What follows belongs to an exercise in optimizing a design on an open flow for small area and a short achievable clock period; a production flow would make more cautious choices. Where RTL was checked, it was by simulation tests only, not by an equivalence proof against the original. Power and IR drop assume default switching activity.

==> flow/design.v <==
module decb_halfband (
    input  wire [88:0] h,       
    input  wire [26:0] x,       
    input  wire        ev,      
    output wire [26:0] y,       
    output wire [88:0] nh       
);
    wire signed [29:0] r1 = h[88:59];
    wire signed [28:0] r2 = h[58:30];
    wire signed [23:0] e  = h[29:6];
    wire [1:0] ls = h[5:4];
    wire [1:0] lo = h[3:2];
    wire [1:0] lu = h[1:0];
    wire signed [23:0] xv = x[23:0];
    wire        [30:0] n;
    decb_add #(31) u_n (.a({r1[29], r1}), .b(~{{7{xv[23]}}, xv}), .ci(1'b1), .s(n), .co());
    wire        [25:0] ru;
    decb_add #(26) u_ru (.a(n[30:5]), .b(26'd0), .ci(n[4]), .s(ru), .co());
    wire               tie = n[4] & ~|n[3:0];
    wire        [25:0] r   = {ru[25:1], ru[0] & ~tie};
    wire               ovp = ~r[25] & (r[24] | r[23]);
    wire               ovn = r[25] & ~(r[24] & r[23] & |r[22:0]);
    wire        [23:0] c   = ovp ? 24'h7FFFFF :
                             ovn ? 24'h800001 : r[23:0];
    assign y = {(|ls) | x[26], (|lo) | x[25], (|lu) | x[24], c};
    wire        [24:0] x9h;
    decb_add #(25) u_x9 (.a({{4{xv[23]}}, xv[23:3]}), .b({xv[23], xv}), .ci(1'b0), .s(x9h), .co());
    wire signed [27:0] x9 = {x9h, xv[2:0]};
    wire signed [29:0] sa;
    decb_add #(30) u_sa (.a({r2[28], r2}), .b(ev ? {{2{x9[27]}}, x9} : {{2{xv[23]}}, xv, 4'd0}),
                         .ci(1'b0), .s(sa), .co());
    wire signed [28:0] sb;
    decb_add #(29) u_sb (.a({x9[27], x9}), .b(~{{5{e[23]}}, e}), .ci(1'b1), .s(sb), .co());
    function [1:0] lvl_next(input [1:0] l, input f, input even);
        lvl_next = f ? 2'd3 : (even ? ((l == 2'd0) ? 2'd0 : l - 2'd1) : l);
    endfunction
    wire [1:0] nls = lvl_next(ls, x[26], ev);
    wire [1:0] nlo = lvl_next(lo, x[25], ev);
    wire [1:0] nlu = lvl_next(lu, x[24], ev);
    assign nh = ev ? {sa, sb, xv, nls, nlo, nlu}
                   : {r1, sa[28:0], e, nls, nlo, nlu};
endmodule
module decb_add #(
    parameter integer W   = 8,
    parameter integer CMP = 0
) (
    input  wire [W-1:0] a,
    input  wire [W-1:0] b,
    input  wire         ci,
    output wire [W-1:0] s,
    output wire         co
);
    localparam integer L = (W > 32) ? 6 : (W > 16) ? 5 : (W > 8) ? 4 : (W > 4) ? 3 : (W > 2) ? 2 : 1;
    wire [W-1:0] p = a ^ b;
    wire [W-1:0] gl [0:2*L];
    wire [W-1:0] tl [0:2*L];
    assign gl[0] = (a & b) | {{(W-1){1'b0}}, (CMP ? (a[0] | b[0]) : p[0]) & ci};
    assign tl[0] = CMP ? (a | b) : p;
    genvar k, i;
    generate
        for (k = 1; k <= 2 * L; k = k + 1) begin : lv
            localparam integer D = (k <= L) ? (1 << (k - 1)) : (1 << (2 * L - k));
            for (i = 0; i < W; i = i + 1) begin : bt
                if ((k <= L && (i + 1) % (2 * D) == 0) ||
                    (k > L && (i + 1) % (2 * D) == D && i + 1 >= 3 * D)) begin : nd
                    assign gl[k][i] = gl[k-1][i] | (tl[k-1][i] & gl[k-1][i-D]);
                    assign tl[k][i] = tl[k-1][i] & tl[k-1][i-D];
                end else begin : ps
                    assign gl[k][i] = gl[k-1][i];
                    assign tl[k][i] = tl[k-1][i];
                end
            end
        end
    endgenerate
    wire [W-1:0] c = gl[2*L];
    generate
        if (W > 1) begin : sm
            assign s = p ^ {c[W-2:0], ci};
        end else begin : s1
            assign s = p ^ ci;
        end
    endgenerate
    assign co = c[W-1];
endmodule
module decb_thresh (
    input  wire        clk,
    input  wire        rst,          
    input  wire        rst_d,        
    input  wire        en,           
    input  wire        o,            
    input  wire        u,            
    input  wire [24:0] mag,          
    input  wire [23:0] level,
    input  wire [7:0]  hys,
    input  wire        clr_seen,
    output reg         state,
    output reg  [7:0]  cnt,
    output reg         seen
);
    wire        st = state & ~rst_d;
    wire [11:0] lim_hi;
    wire        lim_nn;
    decb_add #(12) u_lim (.a(level[23:12]), .b(~{4'd0, hys & {8{st}}}), .ci(1'b1),
                          .s(lim_hi), .co(lim_nn));
    reg  [23:0] lim_q;
    reg         lim_nn_q;
    reg         on_q;            
    reg         clr_q;
    always @(posedge clk) begin
        lim_q    <= {lim_hi, level[11:0]};
        lim_nn_q <= lim_nn;
        on_q     <= |level;
        clr_q    <= clr_seen;
    end
    wire ge;
    decb_add #(25, 1) u_ge (.a(mag), .b(~{1'b0, lim_q}), .ci(1'b1), .s(), .co(ge));
    wire rise = on_q && !u && !state && (o || ge);
    wire fall = on_q && !u && state && !o && lim_nn_q && !ge;
    always @(posedge clk) begin
        if (rst) begin
            state <= 1'b0;
            cnt   <= 8'd0;
            seen  <= 1'b0;
        end else if (en) begin
            if (!on_q)
                state <= 1'b0;
            else if (rise)
                state <= 1'b1;
            else if (fall)
                state <= 1'b0;
            if (rise)
                cnt <= cnt + 8'd1;
            if (rise)
                seen <= 1'b1;
            else if (clr_q)
                seen <= 1'b0;
        end
    end
endmodule
module decb_lane (
    input  wire        clk,
    input  wire        rst,
    input  wire        in_valid,
    input  wire [5:0]  in_frame,    
    input  wire [31:0] in_word,     
    input  wire [2:0]  bk,          
    input  wire [23:0] hi_level,
    input  wire [7:0]  hi_hys,
    input  wire [23:0] hh_level,
    input  wire [7:0]  hh_hys,
    input  wire [1:0]  clr_seen,    
    output reg         out_valid,
    output reg  [31:0] out_word,    
    output wire [1:0]  thr_state,   
    output wire [7:0]  hi_cnt,
    output wire [7:0]  hh_cnt,
    output wire [1:0]  seen         
);
    localparam [31:0] OFF32 = 32'h0500_0000;
    localparam [88:0] CLEAN = {83'd0, 2'd3, 2'd0, 2'd3};
    reg  [88:0] ring0, ring1, ring2, ring3, ring4, ring5;
    reg  [2:0]  pc;           
    reg         clean_q;      
    reg         rst_q;        
    reg  [26:0] x_q;          
    reg  [4:0]  srct_q;       
    reg  [2:0]  t_q;          
    reg  [2:0]  bk_q;         
    reg  [2:0]  sel;          
    reg         pending;      
    reg         busy;         
    reg         fin;          
    wire        proc = (pending && pc == 3'd0) || busy;
    wire take = pc <= t_q;
    wire ev   = pc < t_q;
    wire [26:0] y;
    wire [88:0] nh;
    decb_halfband u_hb (
        .h  (ring0),
        .x  (x_q),
        .ev (ev),
        .y  (y),
        .nh (nh)
    );
    always @(posedge clk) begin
        ring0 <= ring1;
        ring1 <= ring2;
        ring2 <= ring3;
        ring3 <= ring4;
        ring4 <= ring5;
        if (clean_q)
            ring5 <= CLEAN;
        else if (proc && take)
            ring5 <= nh;
        else
            ring5 <= ring0;
    end
    always @(posedge clk) begin
        rst_q <= rst;
        if (rst) begin
            pc      <= 3'd0;
            clean_q <= 1'b1;
        end else begin
            pc      <= (pc == 3'd5) ? 3'd0 : pc + 3'd1;
            if (pc == 3'd5)
                clean_q <= 1'b0;
        end
    end
    wire [2:0] nsel   = (bk_q != sel && bk_q <= t_q) ? bk_q : sel;
    wire       dlv    = nsel <= t_q;
    wire       we     = dlv && ((proc && pc == nsel) || (fin && nsel == 3'd6));
    always @(posedge clk) begin
        if (rst) begin
            pending   <= 1'b0;
            busy      <= 1'b0;
            fin       <= 1'b0;
            out_valid <= 1'b0;
        end else begin
            if (in_valid)
                pending <= 1'b1;
            else if (pc == 3'd0)
                pending <= 1'b0;
            if (pc == 3'd0)
                busy <= pending;
            else if (pc == 3'd5)
                busy <= 1'b0;
            fin       <= busy && pc == 3'd5;
            out_valid <= fin;
        end
    end
    always @(posedge clk) begin
        if (rst_q) begin
            sel      <= 3'd0;
            out_word <= OFF32;
        end else begin
            if (fin)
                sel <= nsel;
            if (we)
                out_word <= {srct_q, x_q};
        end
    end
    wire hold_in = pending || busy || fin;
    wire [2:0] t_in = !in_frame[0] ? 3'd0 : !in_frame[1] ? 3'd1 :
                      !in_frame[2] ? 3'd2 : !in_frame[3] ? 3'd3 :
                      !in_frame[4] ? 3'd4 : !in_frame[5] ? 3'd5 : 3'd6;
    always @(posedge clk) begin
        if (proc)
            x_q <= y;
        else if (!pending)
            x_q <= in_word[26:0];
        if (!hold_in) begin
            srct_q  <= in_word[31:27];
            t_q     <= t_in;
            bk_q    <= {bk[2:1], bk[0] & ~(bk[2] & bk[1])};
        end
    end
    reg        v1;           
    always @(posedge clk)
        v1 <= in_valid;
    wire [24:0] mag;
    decb_add #(25) u_mag (.a({1'b0, x_q[23:0] ^ {24{x_q[23]}}}), .b(25'd0), .ci(x_q[23]),
                          .s(mag), .co());
    decb_thresh u_hi (
        .clk      (clk),
        .rst      (rst_q),
        .en       (v1),
        .o        (x_q[25]),
        .u        (x_q[24]),
        .mag      (mag),
        .rst_d    (rst_q),
        .level    (hi_level),
        .hys      (hi_hys),
        .clr_seen (clr_seen[0]),
        .state    (thr_state[0]),
        .cnt      (hi_cnt),
        .seen     (seen[0])
    );
    decb_thresh u_hh (
        .clk      (clk),
        .rst      (rst_q),
        .en       (v1),
        .o        (x_q[25]),
        .u        (x_q[24]),
        .mag      (mag),
        .rst_d    (rst_q),
        .level    (hh_level),
        .hys      (hh_hys),
        .clr_seen (clr_seen[1]),
        .state    (thr_state[1]),
        .cnt      (hh_cnt),
        .seen     (seen[1])
    );
endmodule
clock: 48.0 ns
lec_check: 0
cap_margin: 20
core_margin: 2
core_utilization: 40
slew_margin: 20
standard.sh (not shown) runs the stock make flow with config.mk's settings and CLKGATE_MAP_FILE= SYNTH_SCRIPT=/design/flow/synth_recipe.tcl, a recipe that flattens the netlist after the stock synthesis.
==> flow/flow/run.sh <==
#!/bin/bash
set -euo pipefail
bash standard.sh "BUFFER_PORTS_ARGS=-buffer_cell sky130_fd_sc_hd__buf_1" "CTS_ARGS=-sink_clustering_enable -repair_clock_nets -dont_use_dummy_load -buf_list sky130_fd_sc_hd__clkbuf_8 -sink_clustering_size 20 -sink_clustering_max_diameter 60" finish > standard_make.log 2>&1
Change:
--- a/flow/design.v
+++ b/flow/design.v
@@ -82,11 +82,11 @@
     endgenerate
     assign co = c[W-1];
 endmodule
 module decb_thresh (
     input  wire        clk,
-    input  wire        rst,          
+    input  wire        rst,
     input  wire        rst_d,        
     input  wire        en,           
     input  wire        o,            
     input  wire        u,            
     input  wire [24:0] mag,          
@@ -95,46 +95,40 @@
     input  wire        clr_seen,
     output reg         state,
     output reg  [7:0]  cnt,
     output reg         seen
 );
-    wire        st = state & ~rst_d;
+    reg         st;
+    always @(posedge clk)
+        st <= state & ~rst_d;
     wire [11:0] lim_hi;
     wire        lim_nn;
     decb_add #(12) u_lim (.a(level[23:12]), .b(~{4'd0, hys & {8{st}}}), .ci(1'b1),
                           .s(lim_hi), .co(lim_nn));
-    reg  [23:0] lim_q;
-    reg         lim_nn_q;
-    reg         on_q;            
-    reg         clr_q;
-    always @(posedge clk) begin
-        lim_q    <= {lim_hi, level[11:0]};
-        lim_nn_q <= lim_nn;
-        on_q     <= |level;
-        clr_q    <= clr_seen;
-    end
     wire ge;
-    decb_add #(25, 1) u_ge (.a(mag), .b(~{1'b0, lim_q}), .ci(1'b1), .s(), .co(ge));
-    wire rise = on_q && !u && !state && (o || ge);
-    wire fall = on_q && !u && state && !o && lim_nn_q && !ge;
+    decb_add #(25, 1) u_ge (.a(mag), .b(~{1'b0, lim_hi, level[11:0]}), .ci(1'b1), .s(), .co(ge));
+    wire above = o || ge;
+    wire below = lim_nn & ~ge;
+    wire rise = (level != 24'd0) && !u && !state && above;
+    wire fall = (level != 24'd0) && !u && state && !o && below;
     always @(posedge clk) begin
         if (rst) begin
             state <= 1'b0;
             cnt   <= 8'd0;
             seen  <= 1'b0;
         end else if (en) begin
-            if (!on_q)
+            if (level == 24'd0)
                 state <= 1'b0;
             else if (rise)
                 state <= 1'b1;
             else if (fall)
                 state <= 1'b0;
             if (rise)
                 cnt <= cnt + 8'd1;
             if (rise)
                 seen <= 1'b1;
-            else if (clr_q)
+            else if (clr_seen)
                 seen <= 1'b0;
         end
     end
 endmodule
 module decb_lane (
@@ -253,41 +247,50 @@
             t_q     <= t_in;
             bk_q    <= {bk[2:1], bk[0] & ~(bk[2] & bk[1])};
         end
     end
     reg        v1;           
-    always @(posedge clk)
-        v1 <= in_valid;
+    reg [23:0] hi_level_q, hh_level_q;
+    reg [7:0]  hi_hys_q, hh_hys_q;
+    reg [1:0]  clr_q;
+    always @(posedge clk) begin
+        v1         <= in_valid;
+        hi_level_q <= hi_level;
+        hh_level_q <= hh_level;
+        hi_hys_q   <= hi_hys;
+        hh_hys_q   <= hh_hys;
+        clr_q      <= clr_seen;
+    end
     wire [24:0] mag;
     decb_add #(25) u_mag (.a({1'b0, x_q[23:0] ^ {24{x_q[23]}}}), .b(25'd0), .ci(x_q[23]),
                           .s(mag), .co());
     decb_thresh u_hi (
         .clk      (clk),
         .rst      (rst_q),
+        .rst_d    (rst_q),
         .en       (v1),
         .o        (x_q[25]),
         .u        (x_q[24]),
         .mag      (mag),
-        .rst_d    (rst_q),
-        .level    (hi_level),
-        .hys      (hi_hys),
-        .clr_seen (clr_seen[0]),
+        .level    (hi_level_q),
+        .hys      (hi_hys_q),
+        .clr_seen (clr_q[0]),
         .state    (thr_state[0]),
         .cnt      (hi_cnt),
         .seen     (seen[0])
     );
     decb_thresh u_hh (
         .clk      (clk),
         .rst      (rst_q),
+        .rst_d    (rst_q),
         .en       (v1),
         .o        (x_q[25]),
         .u        (x_q[24]),
         .mag      (mag),
-        .rst_d    (rst_q),
-        .level    (hh_level),
-        .hys      (hh_hys),
-        .clr_seen (clr_seen[1]),
+        .level    (hh_level_q),
+        .hys      (hh_hys_q),
+        .clr_seen (clr_q[1]),
         .state    (thr_state[1]),
         .cnt      (hh_cnt),
         .seen     (seen[1])
     );
 endmodule
After rerunning: The changed run went through all stages and came out clean; synthesized cell count decreases by 3.1%; total power came out higher by 4.9%; routed wire length rises by 0.52%; non-clock buffer count is higher by 2; synthesized area rose by 0.59%; clock-buffer cell count drops by 1.
No functional check of the RTL was part of any run of this note.

========
Another version of the RTL of decb_lane (not shown whole).
For scale: about 2400 cells after synthesis, roughly 710 flip-flops, about 160 I/O pins.
==> module decb_thresh, before the edit <==
module decb_thresh (
    input  wire        clk,
    input  wire        rst,
    input  wire        en,           
    input  wire        o,            
    input  wire        u,            
    input  wire [24:0] mag,          
    input  wire [23:0] level,
    input  wire [7:0]  hys,
    input  wire        clr_seen,
    output reg         state,
    output reg  [7:0]  cnt,
    output reg         seen
);
    wire [11:0] lim_hi;
    wire        lim_nn;
    decb_add #(12) u_lim (.a(level[23:12]), .b(~{4'd0, hys}), .ci(1'b1), .s(lim_hi), .co(lim_nn));
    wire ge_lim, ge_lvl;
    decb_add #(25, 1) u_cl (.a(mag), .b(~{1'b0, lim_hi, level[11:0]}), .ci(1'b1), .s(), .co(ge_lim));
    decb_add #(25, 1) u_cv (.a(mag), .b(~{1'b0, level}), .ci(1'b1), .s(), .co(ge_lvl));
    wire below = lim_nn & ~ge_lim;
    wire above = o || ge_lvl;
    wire rise = (level != 24'd0) && !u && !state && above;
    wire fall = (level != 24'd0) && !u && state && !o && below;
    always @(posedge clk) begin
        if (rst) begin
            state <= 1'b0;
            cnt   <= 8'd0;
            seen  <= 1'b0;
        end else if (en) begin
            if (level == 24'd0)
                state <= 1'b0;
            else if (rise)
                state <= 1'b1;
            else if (fall)
                state <= 1'b0;
            if (rise)
                cnt <= cnt + 8'd1;
            if (rise)
                seen <= 1'b1;
            else if (clr_seen)
                seen <= 1'b0;
        end
    end
endmodule
==> module decb_lane, before the edit <==
module decb_lane (
    input  wire        clk,
    input  wire        rst,
    input  wire        in_valid,
    input  wire [5:0]  in_frame,    
    input  wire [31:0] in_word,     
    input  wire [2:0]  bk,          
    input  wire [23:0] hi_level,
    input  wire [7:0]  hi_hys,
    input  wire [23:0] hh_level,
    input  wire [7:0]  hh_hys,
    input  wire [1:0]  clr_seen,    
    output reg         out_valid,
    output reg  [31:0] out_word,    
    output wire [1:0]  thr_state,   
    output wire [7:0]  hi_cnt,
    output wire [7:0]  hh_cnt,
    output wire [1:0]  seen         
);
    localparam [31:0] OFF32 = 32'h0500_0000;
    localparam [88:0] CLEAN = {83'd0, 2'd3, 2'd0, 2'd3};
    reg  [88:0] ring0, ring1, ring2, ring3, ring4, ring5;
    reg  [2:0]  pc;           
    reg         clean_q;      
    reg         rst_q;        
    reg  [26:0] x_q;          
    reg  [4:0]  srct_q;       
    reg  [5:0]  frame_q;
    reg  [2:0]  bk_q;
    reg  [2:0]  sel;          
    reg         pending;      
    reg         busy;         
    reg         fin;          
    wire        proc = (pending && pc == 3'd0) || busy;
    wire [5:0] ones;
    assign ones[0] = frame_q[0];
    assign ones[1] = ones[0] & frame_q[1];
    assign ones[2] = ones[1] & frame_q[2];
    assign ones[3] = ones[2] & frame_q[3];
    assign ones[4] = ones[3] & frame_q[4];
    assign ones[5] = ones[4] & frame_q[5];
    wire [6:0] fire = {ones, 1'b1};
    wire take = fire[pc];
    wire ev   = ones[pc];
    wire [26:0] y;
    wire [88:0] nh;
    decb_halfband u_hb (
        .h  (ring0),
        .x  (x_q),
        .ev (ev),
        .y  (y),
        .nh (nh)
    );
    always @(posedge clk) begin
        ring0 <= ring1;
        ring1 <= ring2;
        ring2 <= ring3;
        ring3 <= ring4;
        ring4 <= ring5;
        if (clean_q)
            ring5 <= CLEAN;
        else if (proc && take)
            ring5 <= nh;
        else
            ring5 <= ring0;
    end
    always @(posedge clk) begin
        rst_q <= rst;
        if (rst) begin
            pc      <= 3'd0;
            clean_q <= 1'b1;
        end else begin
            pc      <= (pc == 3'd5) ? 3'd0 : pc + 3'd1;
            if (pc == 3'd5)
                clean_q <= 1'b0;
        end
    end
    wire [2:0] bk_eff = (bk_q == 3'd7) ? 3'd6 : bk_q;
    wire [2:0] nsel   = (bk_eff != sel && fire[bk_eff]) ? bk_eff : sel;
    wire       dlv    = fire[nsel];
    wire       we     = dlv && ((proc && pc == nsel) || (fin && nsel == 3'd6));
    always @(posedge clk) begin
        if (rst) begin
            pending   <= 1'b0;
            busy      <= 1'b0;
            fin       <= 1'b0;
            out_valid <= 1'b0;
        end else begin
            if (in_valid)
                pending <= 1'b1;
            else if (pc == 3'd0)
                pending <= 1'b0;
            if (pc == 3'd0)
                busy <= pending;
            else if (pc == 3'd5)
                busy <= 1'b0;
            fin       <= busy && pc == 3'd5;
            out_valid <= fin;
        end
    end
    always @(posedge clk) begin
        if (rst_q) begin
            sel      <= 3'd0;
            out_word <= OFF32;
        end else begin
            if (fin)
                sel <= nsel;
            if (we)
                out_word <= {srct_q, x_q};
        end
    end
    wire hold_in = pending || busy || fin;
    always @(posedge clk) begin
        if (proc)
            x_q <= y;
        else if (!pending)
            x_q <= in_word[26:0];
        if (!hold_in) begin
            srct_q  <= in_word[31:27];
            frame_q <= in_frame;
            bk_q    <= bk;
        end
    end
    reg        v1;
    reg [23:0] hi_level_q, hh_level_q;
    reg [7:0]  hi_hys_q, hh_hys_q;
    reg [1:0]  clr_q;
    wire [24:0] mag;
    decb_add #(25) u_mag (.a({1'b0, x_q[23:0] ^ {24{x_q[23]}}}), .b(25'd0), .ci(x_q[23]),
                          .s(mag), .co());
    always @(posedge clk) begin
        v1         <= in_valid;
        hi_level_q <= hi_level;
        hh_level_q <= hh_level;
        hi_hys_q   <= hi_hys;
        hh_hys_q   <= hh_hys;
        clr_q      <= clr_seen;
    end
    decb_thresh u_hi (
        .clk      (clk),
        .rst      (rst_q),
        .en       (v1),
        .o        (x_q[25]),
        .u        (x_q[24]),
        .mag      (mag),
        .level    (hi_level_q),
        .hys      (hi_hys_q),
        .clr_seen (clr_q[0]),
        .state    (thr_state[0]),
        .cnt      (hi_cnt),
        .seen     (seen[0])
    );
    decb_thresh u_hh (
        .clk      (clk),
        .rst      (rst_q),
        .en       (v1),
        .o        (x_q[25]),
        .u        (x_q[24]),
        .mag      (mag),
        .level    (hh_level_q),
        .hys      (hh_hys_q),
        .clr_seen (clr_q[1]),
        .state    (thr_state[1]),
        .cnt      (hh_cnt),
        .seen     (seen[1])
    );
endmodule
==> flow/config.mk <==
export PLATFORM = sky130hd
export DESIGN_NAME = decb_lane
export DESIGN_NICKNAME = decb_lane
export VERILOG_FILES = /design/flow/design.v
export SDC_FILE = /design/flow/constraint.sdc
export NUM_CORES = 4
export LEC_CHECK = 0
export CAP_MARGIN = 20
export CORE_MARGIN = 2
export CORE_UTILIZATION = 40
export SLEW_MARGIN = 20
==> flow/constraint.sdc <==
create_clock -name core_clock -period 48.0 [get_ports {clk}]
set_input_delay 9.6000 -clock core_clock [delete_from_list [all_inputs] [get_ports {clk}]]
set_output_delay 9.6000 -clock core_clock [all_outputs]
set_load 0.01 [all_outputs]
Scripts as last shown in full above: flow/flow/run.sh
Change:
--- a/flow/design.v
+++ b/flow/design.v
@@ -95,18 +95,18 @@
     output reg         state,
     output reg  [7:0]  cnt,
     output reg         seen
 );
     wire [11:0] lim_hi;
     wire        lim_nn;
-    decb_add #(12) u_lim (.a(level[23:12]), .b(~{4'd0, hys}), .ci(1'b1), .s(lim_hi), .co(lim_nn));
-    wire ge_lim, ge_lvl;
-    decb_add #(25, 1) u_cl (.a(mag), .b(~{1'b0, lim_hi, level[11:0]}), .ci(1'b1), .s(), .co(ge_lim));
-    decb_add #(25, 1) u_cv (.a(mag), .b(~{1'b0, level}), .ci(1'b1), .s(), .co(ge_lvl));
-    wire below = lim_nn & ~ge_lim;
-    wire above = o || ge_lvl;
+    decb_add #(12) u_lim (.a(level[23:12]), .b(~{4'd0, hys & {8{state}}}), .ci(1'b1),
+                          .s(lim_hi), .co(lim_nn));
+    wire ge;
+    decb_add #(25, 1) u_ge (.a(mag), .b(~{1'b0, lim_hi, level[11:0]}), .ci(1'b1), .s(), .co(ge));
+    wire above = o || ge;
+    wire below = lim_nn & ~ge;
     wire rise = (level != 24'd0) && !u && !state && above;
     wire fall = (level != 24'd0) && !u && state && !o && below;
     always @(posedge clk) begin
         if (rst) begin
             state <= 1'b0;
             cnt   <= 8'd0;
@@ -151,29 +151,21 @@
     reg  [88:0] ring0, ring1, ring2, ring3, ring4, ring5;
     reg  [2:0]  pc;           
     reg         clean_q;      
     reg         rst_q;        
     reg  [26:0] x_q;          
     reg  [4:0]  srct_q;       
-    reg  [5:0]  frame_q;
-    reg  [2:0]  bk_q;
+    reg  [2:0]  t_q;          
+    reg  [2:0]  bk_q;         
     reg  [2:0]  sel;          
     reg         pending;      
     reg         busy;         
     reg         fin;          
     wire        proc = (pending && pc == 3'd0) || busy;
-    wire [5:0] ones;
-    assign ones[0] = frame_q[0];
-    assign ones[1] = ones[0] & frame_q[1];
-    assign ones[2] = ones[1] & frame_q[2];
-    assign ones[3] = ones[2] & frame_q[3];
-    assign ones[4] = ones[3] & frame_q[4];
-    assign ones[5] = ones[4] & frame_q[5];
-    wire [6:0] fire = {ones, 1'b1};
-    wire take = fire[pc];
-    wire ev   = ones[pc];
+    wire take = pc <= t_q;
+    wire ev   = pc < t_q;
     wire [26:0] y;
     wire [88:0] nh;
     decb_halfband u_hb (
         .h  (ring0),
         .x  (x_q),
         .ev (ev),
@@ -201,15 +193,14 @@
         end else begin
             pc      <= (pc == 3'd5) ? 3'd0 : pc + 3'd1;
             if (pc == 3'd5)
                 clean_q <= 1'b0;
         end
     end
-    wire [2:0] bk_eff = (bk_q == 3'd7) ? 3'd6 : bk_q;
-    wire [2:0] nsel   = (bk_eff != sel && fire[bk_eff]) ? bk_eff : sel;
-    wire       dlv    = fire[nsel];
+    wire [2:0] nsel   = (bk_q != sel && bk_q <= t_q) ? bk_q : sel;
+    wire       dlv    = nsel <= t_q;
     wire       we     = dlv && ((proc && pc == nsel) || (fin && nsel == 3'd6));
     always @(posedge clk) begin
         if (rst) begin
             pending   <= 1'b0;
             busy      <= 1'b0;
             fin       <= 1'b0;
@@ -236,38 +227,41 @@
                 sel <= nsel;
             if (we)
                 out_word <= {srct_q, x_q};
         end
     end
     wire hold_in = pending || busy || fin;
+    wire [2:0] t_in = !in_frame[0] ? 3'd0 : !in_frame[1] ? 3'd1 :
+                      !in_frame[2] ? 3'd2 : !in_frame[3] ? 3'd3 :
+                      !in_frame[4] ? 3'd4 : !in_frame[5] ? 3'd5 : 3'd6;
     always @(posedge clk) begin
         if (proc)
             x_q <= y;
         else if (!pending)
             x_q <= in_word[26:0];
         if (!hold_in) begin
             srct_q  <= in_word[31:27];
-            frame_q <= in_frame;
-            bk_q    <= bk;
-        end
-    end
-    reg        v1;
+            t_q     <= t_in;
+            bk_q    <= {bk[2:1], bk[0] & ~(bk[2] & bk[1])};
+        end
+    end
+    reg        v1;           
     reg [23:0] hi_level_q, hh_level_q;
     reg [7:0]  hi_hys_q, hh_hys_q;
     reg [1:0]  clr_q;
-    wire [24:0] mag;
-    decb_add #(25) u_mag (.a({1'b0, x_q[23:0] ^ {24{x_q[23]}}}), .b(25'd0), .ci(x_q[23]),
-                          .s(mag), .co());
     always @(posedge clk) begin
         v1         <= in_valid;
         hi_level_q <= hi_level;
         hh_level_q <= hh_level;
         hi_hys_q   <= hi_hys;
         hh_hys_q   <= hh_hys;
         clr_q      <= clr_seen;
     end
+    wire [24:0] mag;
+    decb_add #(25) u_mag (.a({1'b0, x_q[23:0] ^ {24{x_q[23]}}}), .b(25'd0), .ci(x_q[23]),
+                          .s(mag), .co());
     decb_thresh u_hi (
         .clk      (clk),
         .rst      (rst_q),
         .en       (v1),
         .o        (x_q[25]),
         .u        (x_q[24]),
What happened: Cell count falls by 3.2%; area after synthesis goes down by 2.9%; wire length is lower by 9.3%; synthesized cell count fell by 4.1%; hold slack gains 0.023 ns; design area decreases by 2.7%; global-route usage decreases by 1.1 points.
No functional check of the RTL was part of the second run of this note.

## separate check: timing with driven ports
The flow's constraints put no driver on any port. The routed layouts listed below were extracted and timed again, unchanged, in two steps. Step 1 assumes that a clkbuf_16 drives the clock port and a buf_2 every other input. Step 2 also shifts input and output timing later by t, the mid clock arrival at the registers, as if the neighbouring blocks saw the same clock. a / b / c = ideal ports / drivers / drivers and shift; a / b = the first two.
run | t (ns) | slack for setup (ns) | latest minus earliest clock arrival (ns) | worst data-port slew with drivers (ns) | cell pins on the clock port's net
the first run of note 1 | 0.700 | 36.463 / 36.496 / 35.796 | 0.087 / 0.087 | 0.11 | 1
the second run of note 1 | 0.680 | 37.055 / 36.999 / 37.679 | 0.106 / 0.106 | 0.07 | 1
the first run of note 2 | 0.689 | 37.067 / 37.013 / 37.701 | 0.090 / 0.089 | 0.09 | 1
the second run of note 2 | 0.698 | 36.897 / 36.835 / 37.532 | 0.075 / 0.075 | 0.06 | 1
After both steps setup and hold are still met in every run listed. The setup slack of the first run of note 1, which loses most, moves by +0.033 ns with the drivers and by -0.667 ns with both steps.
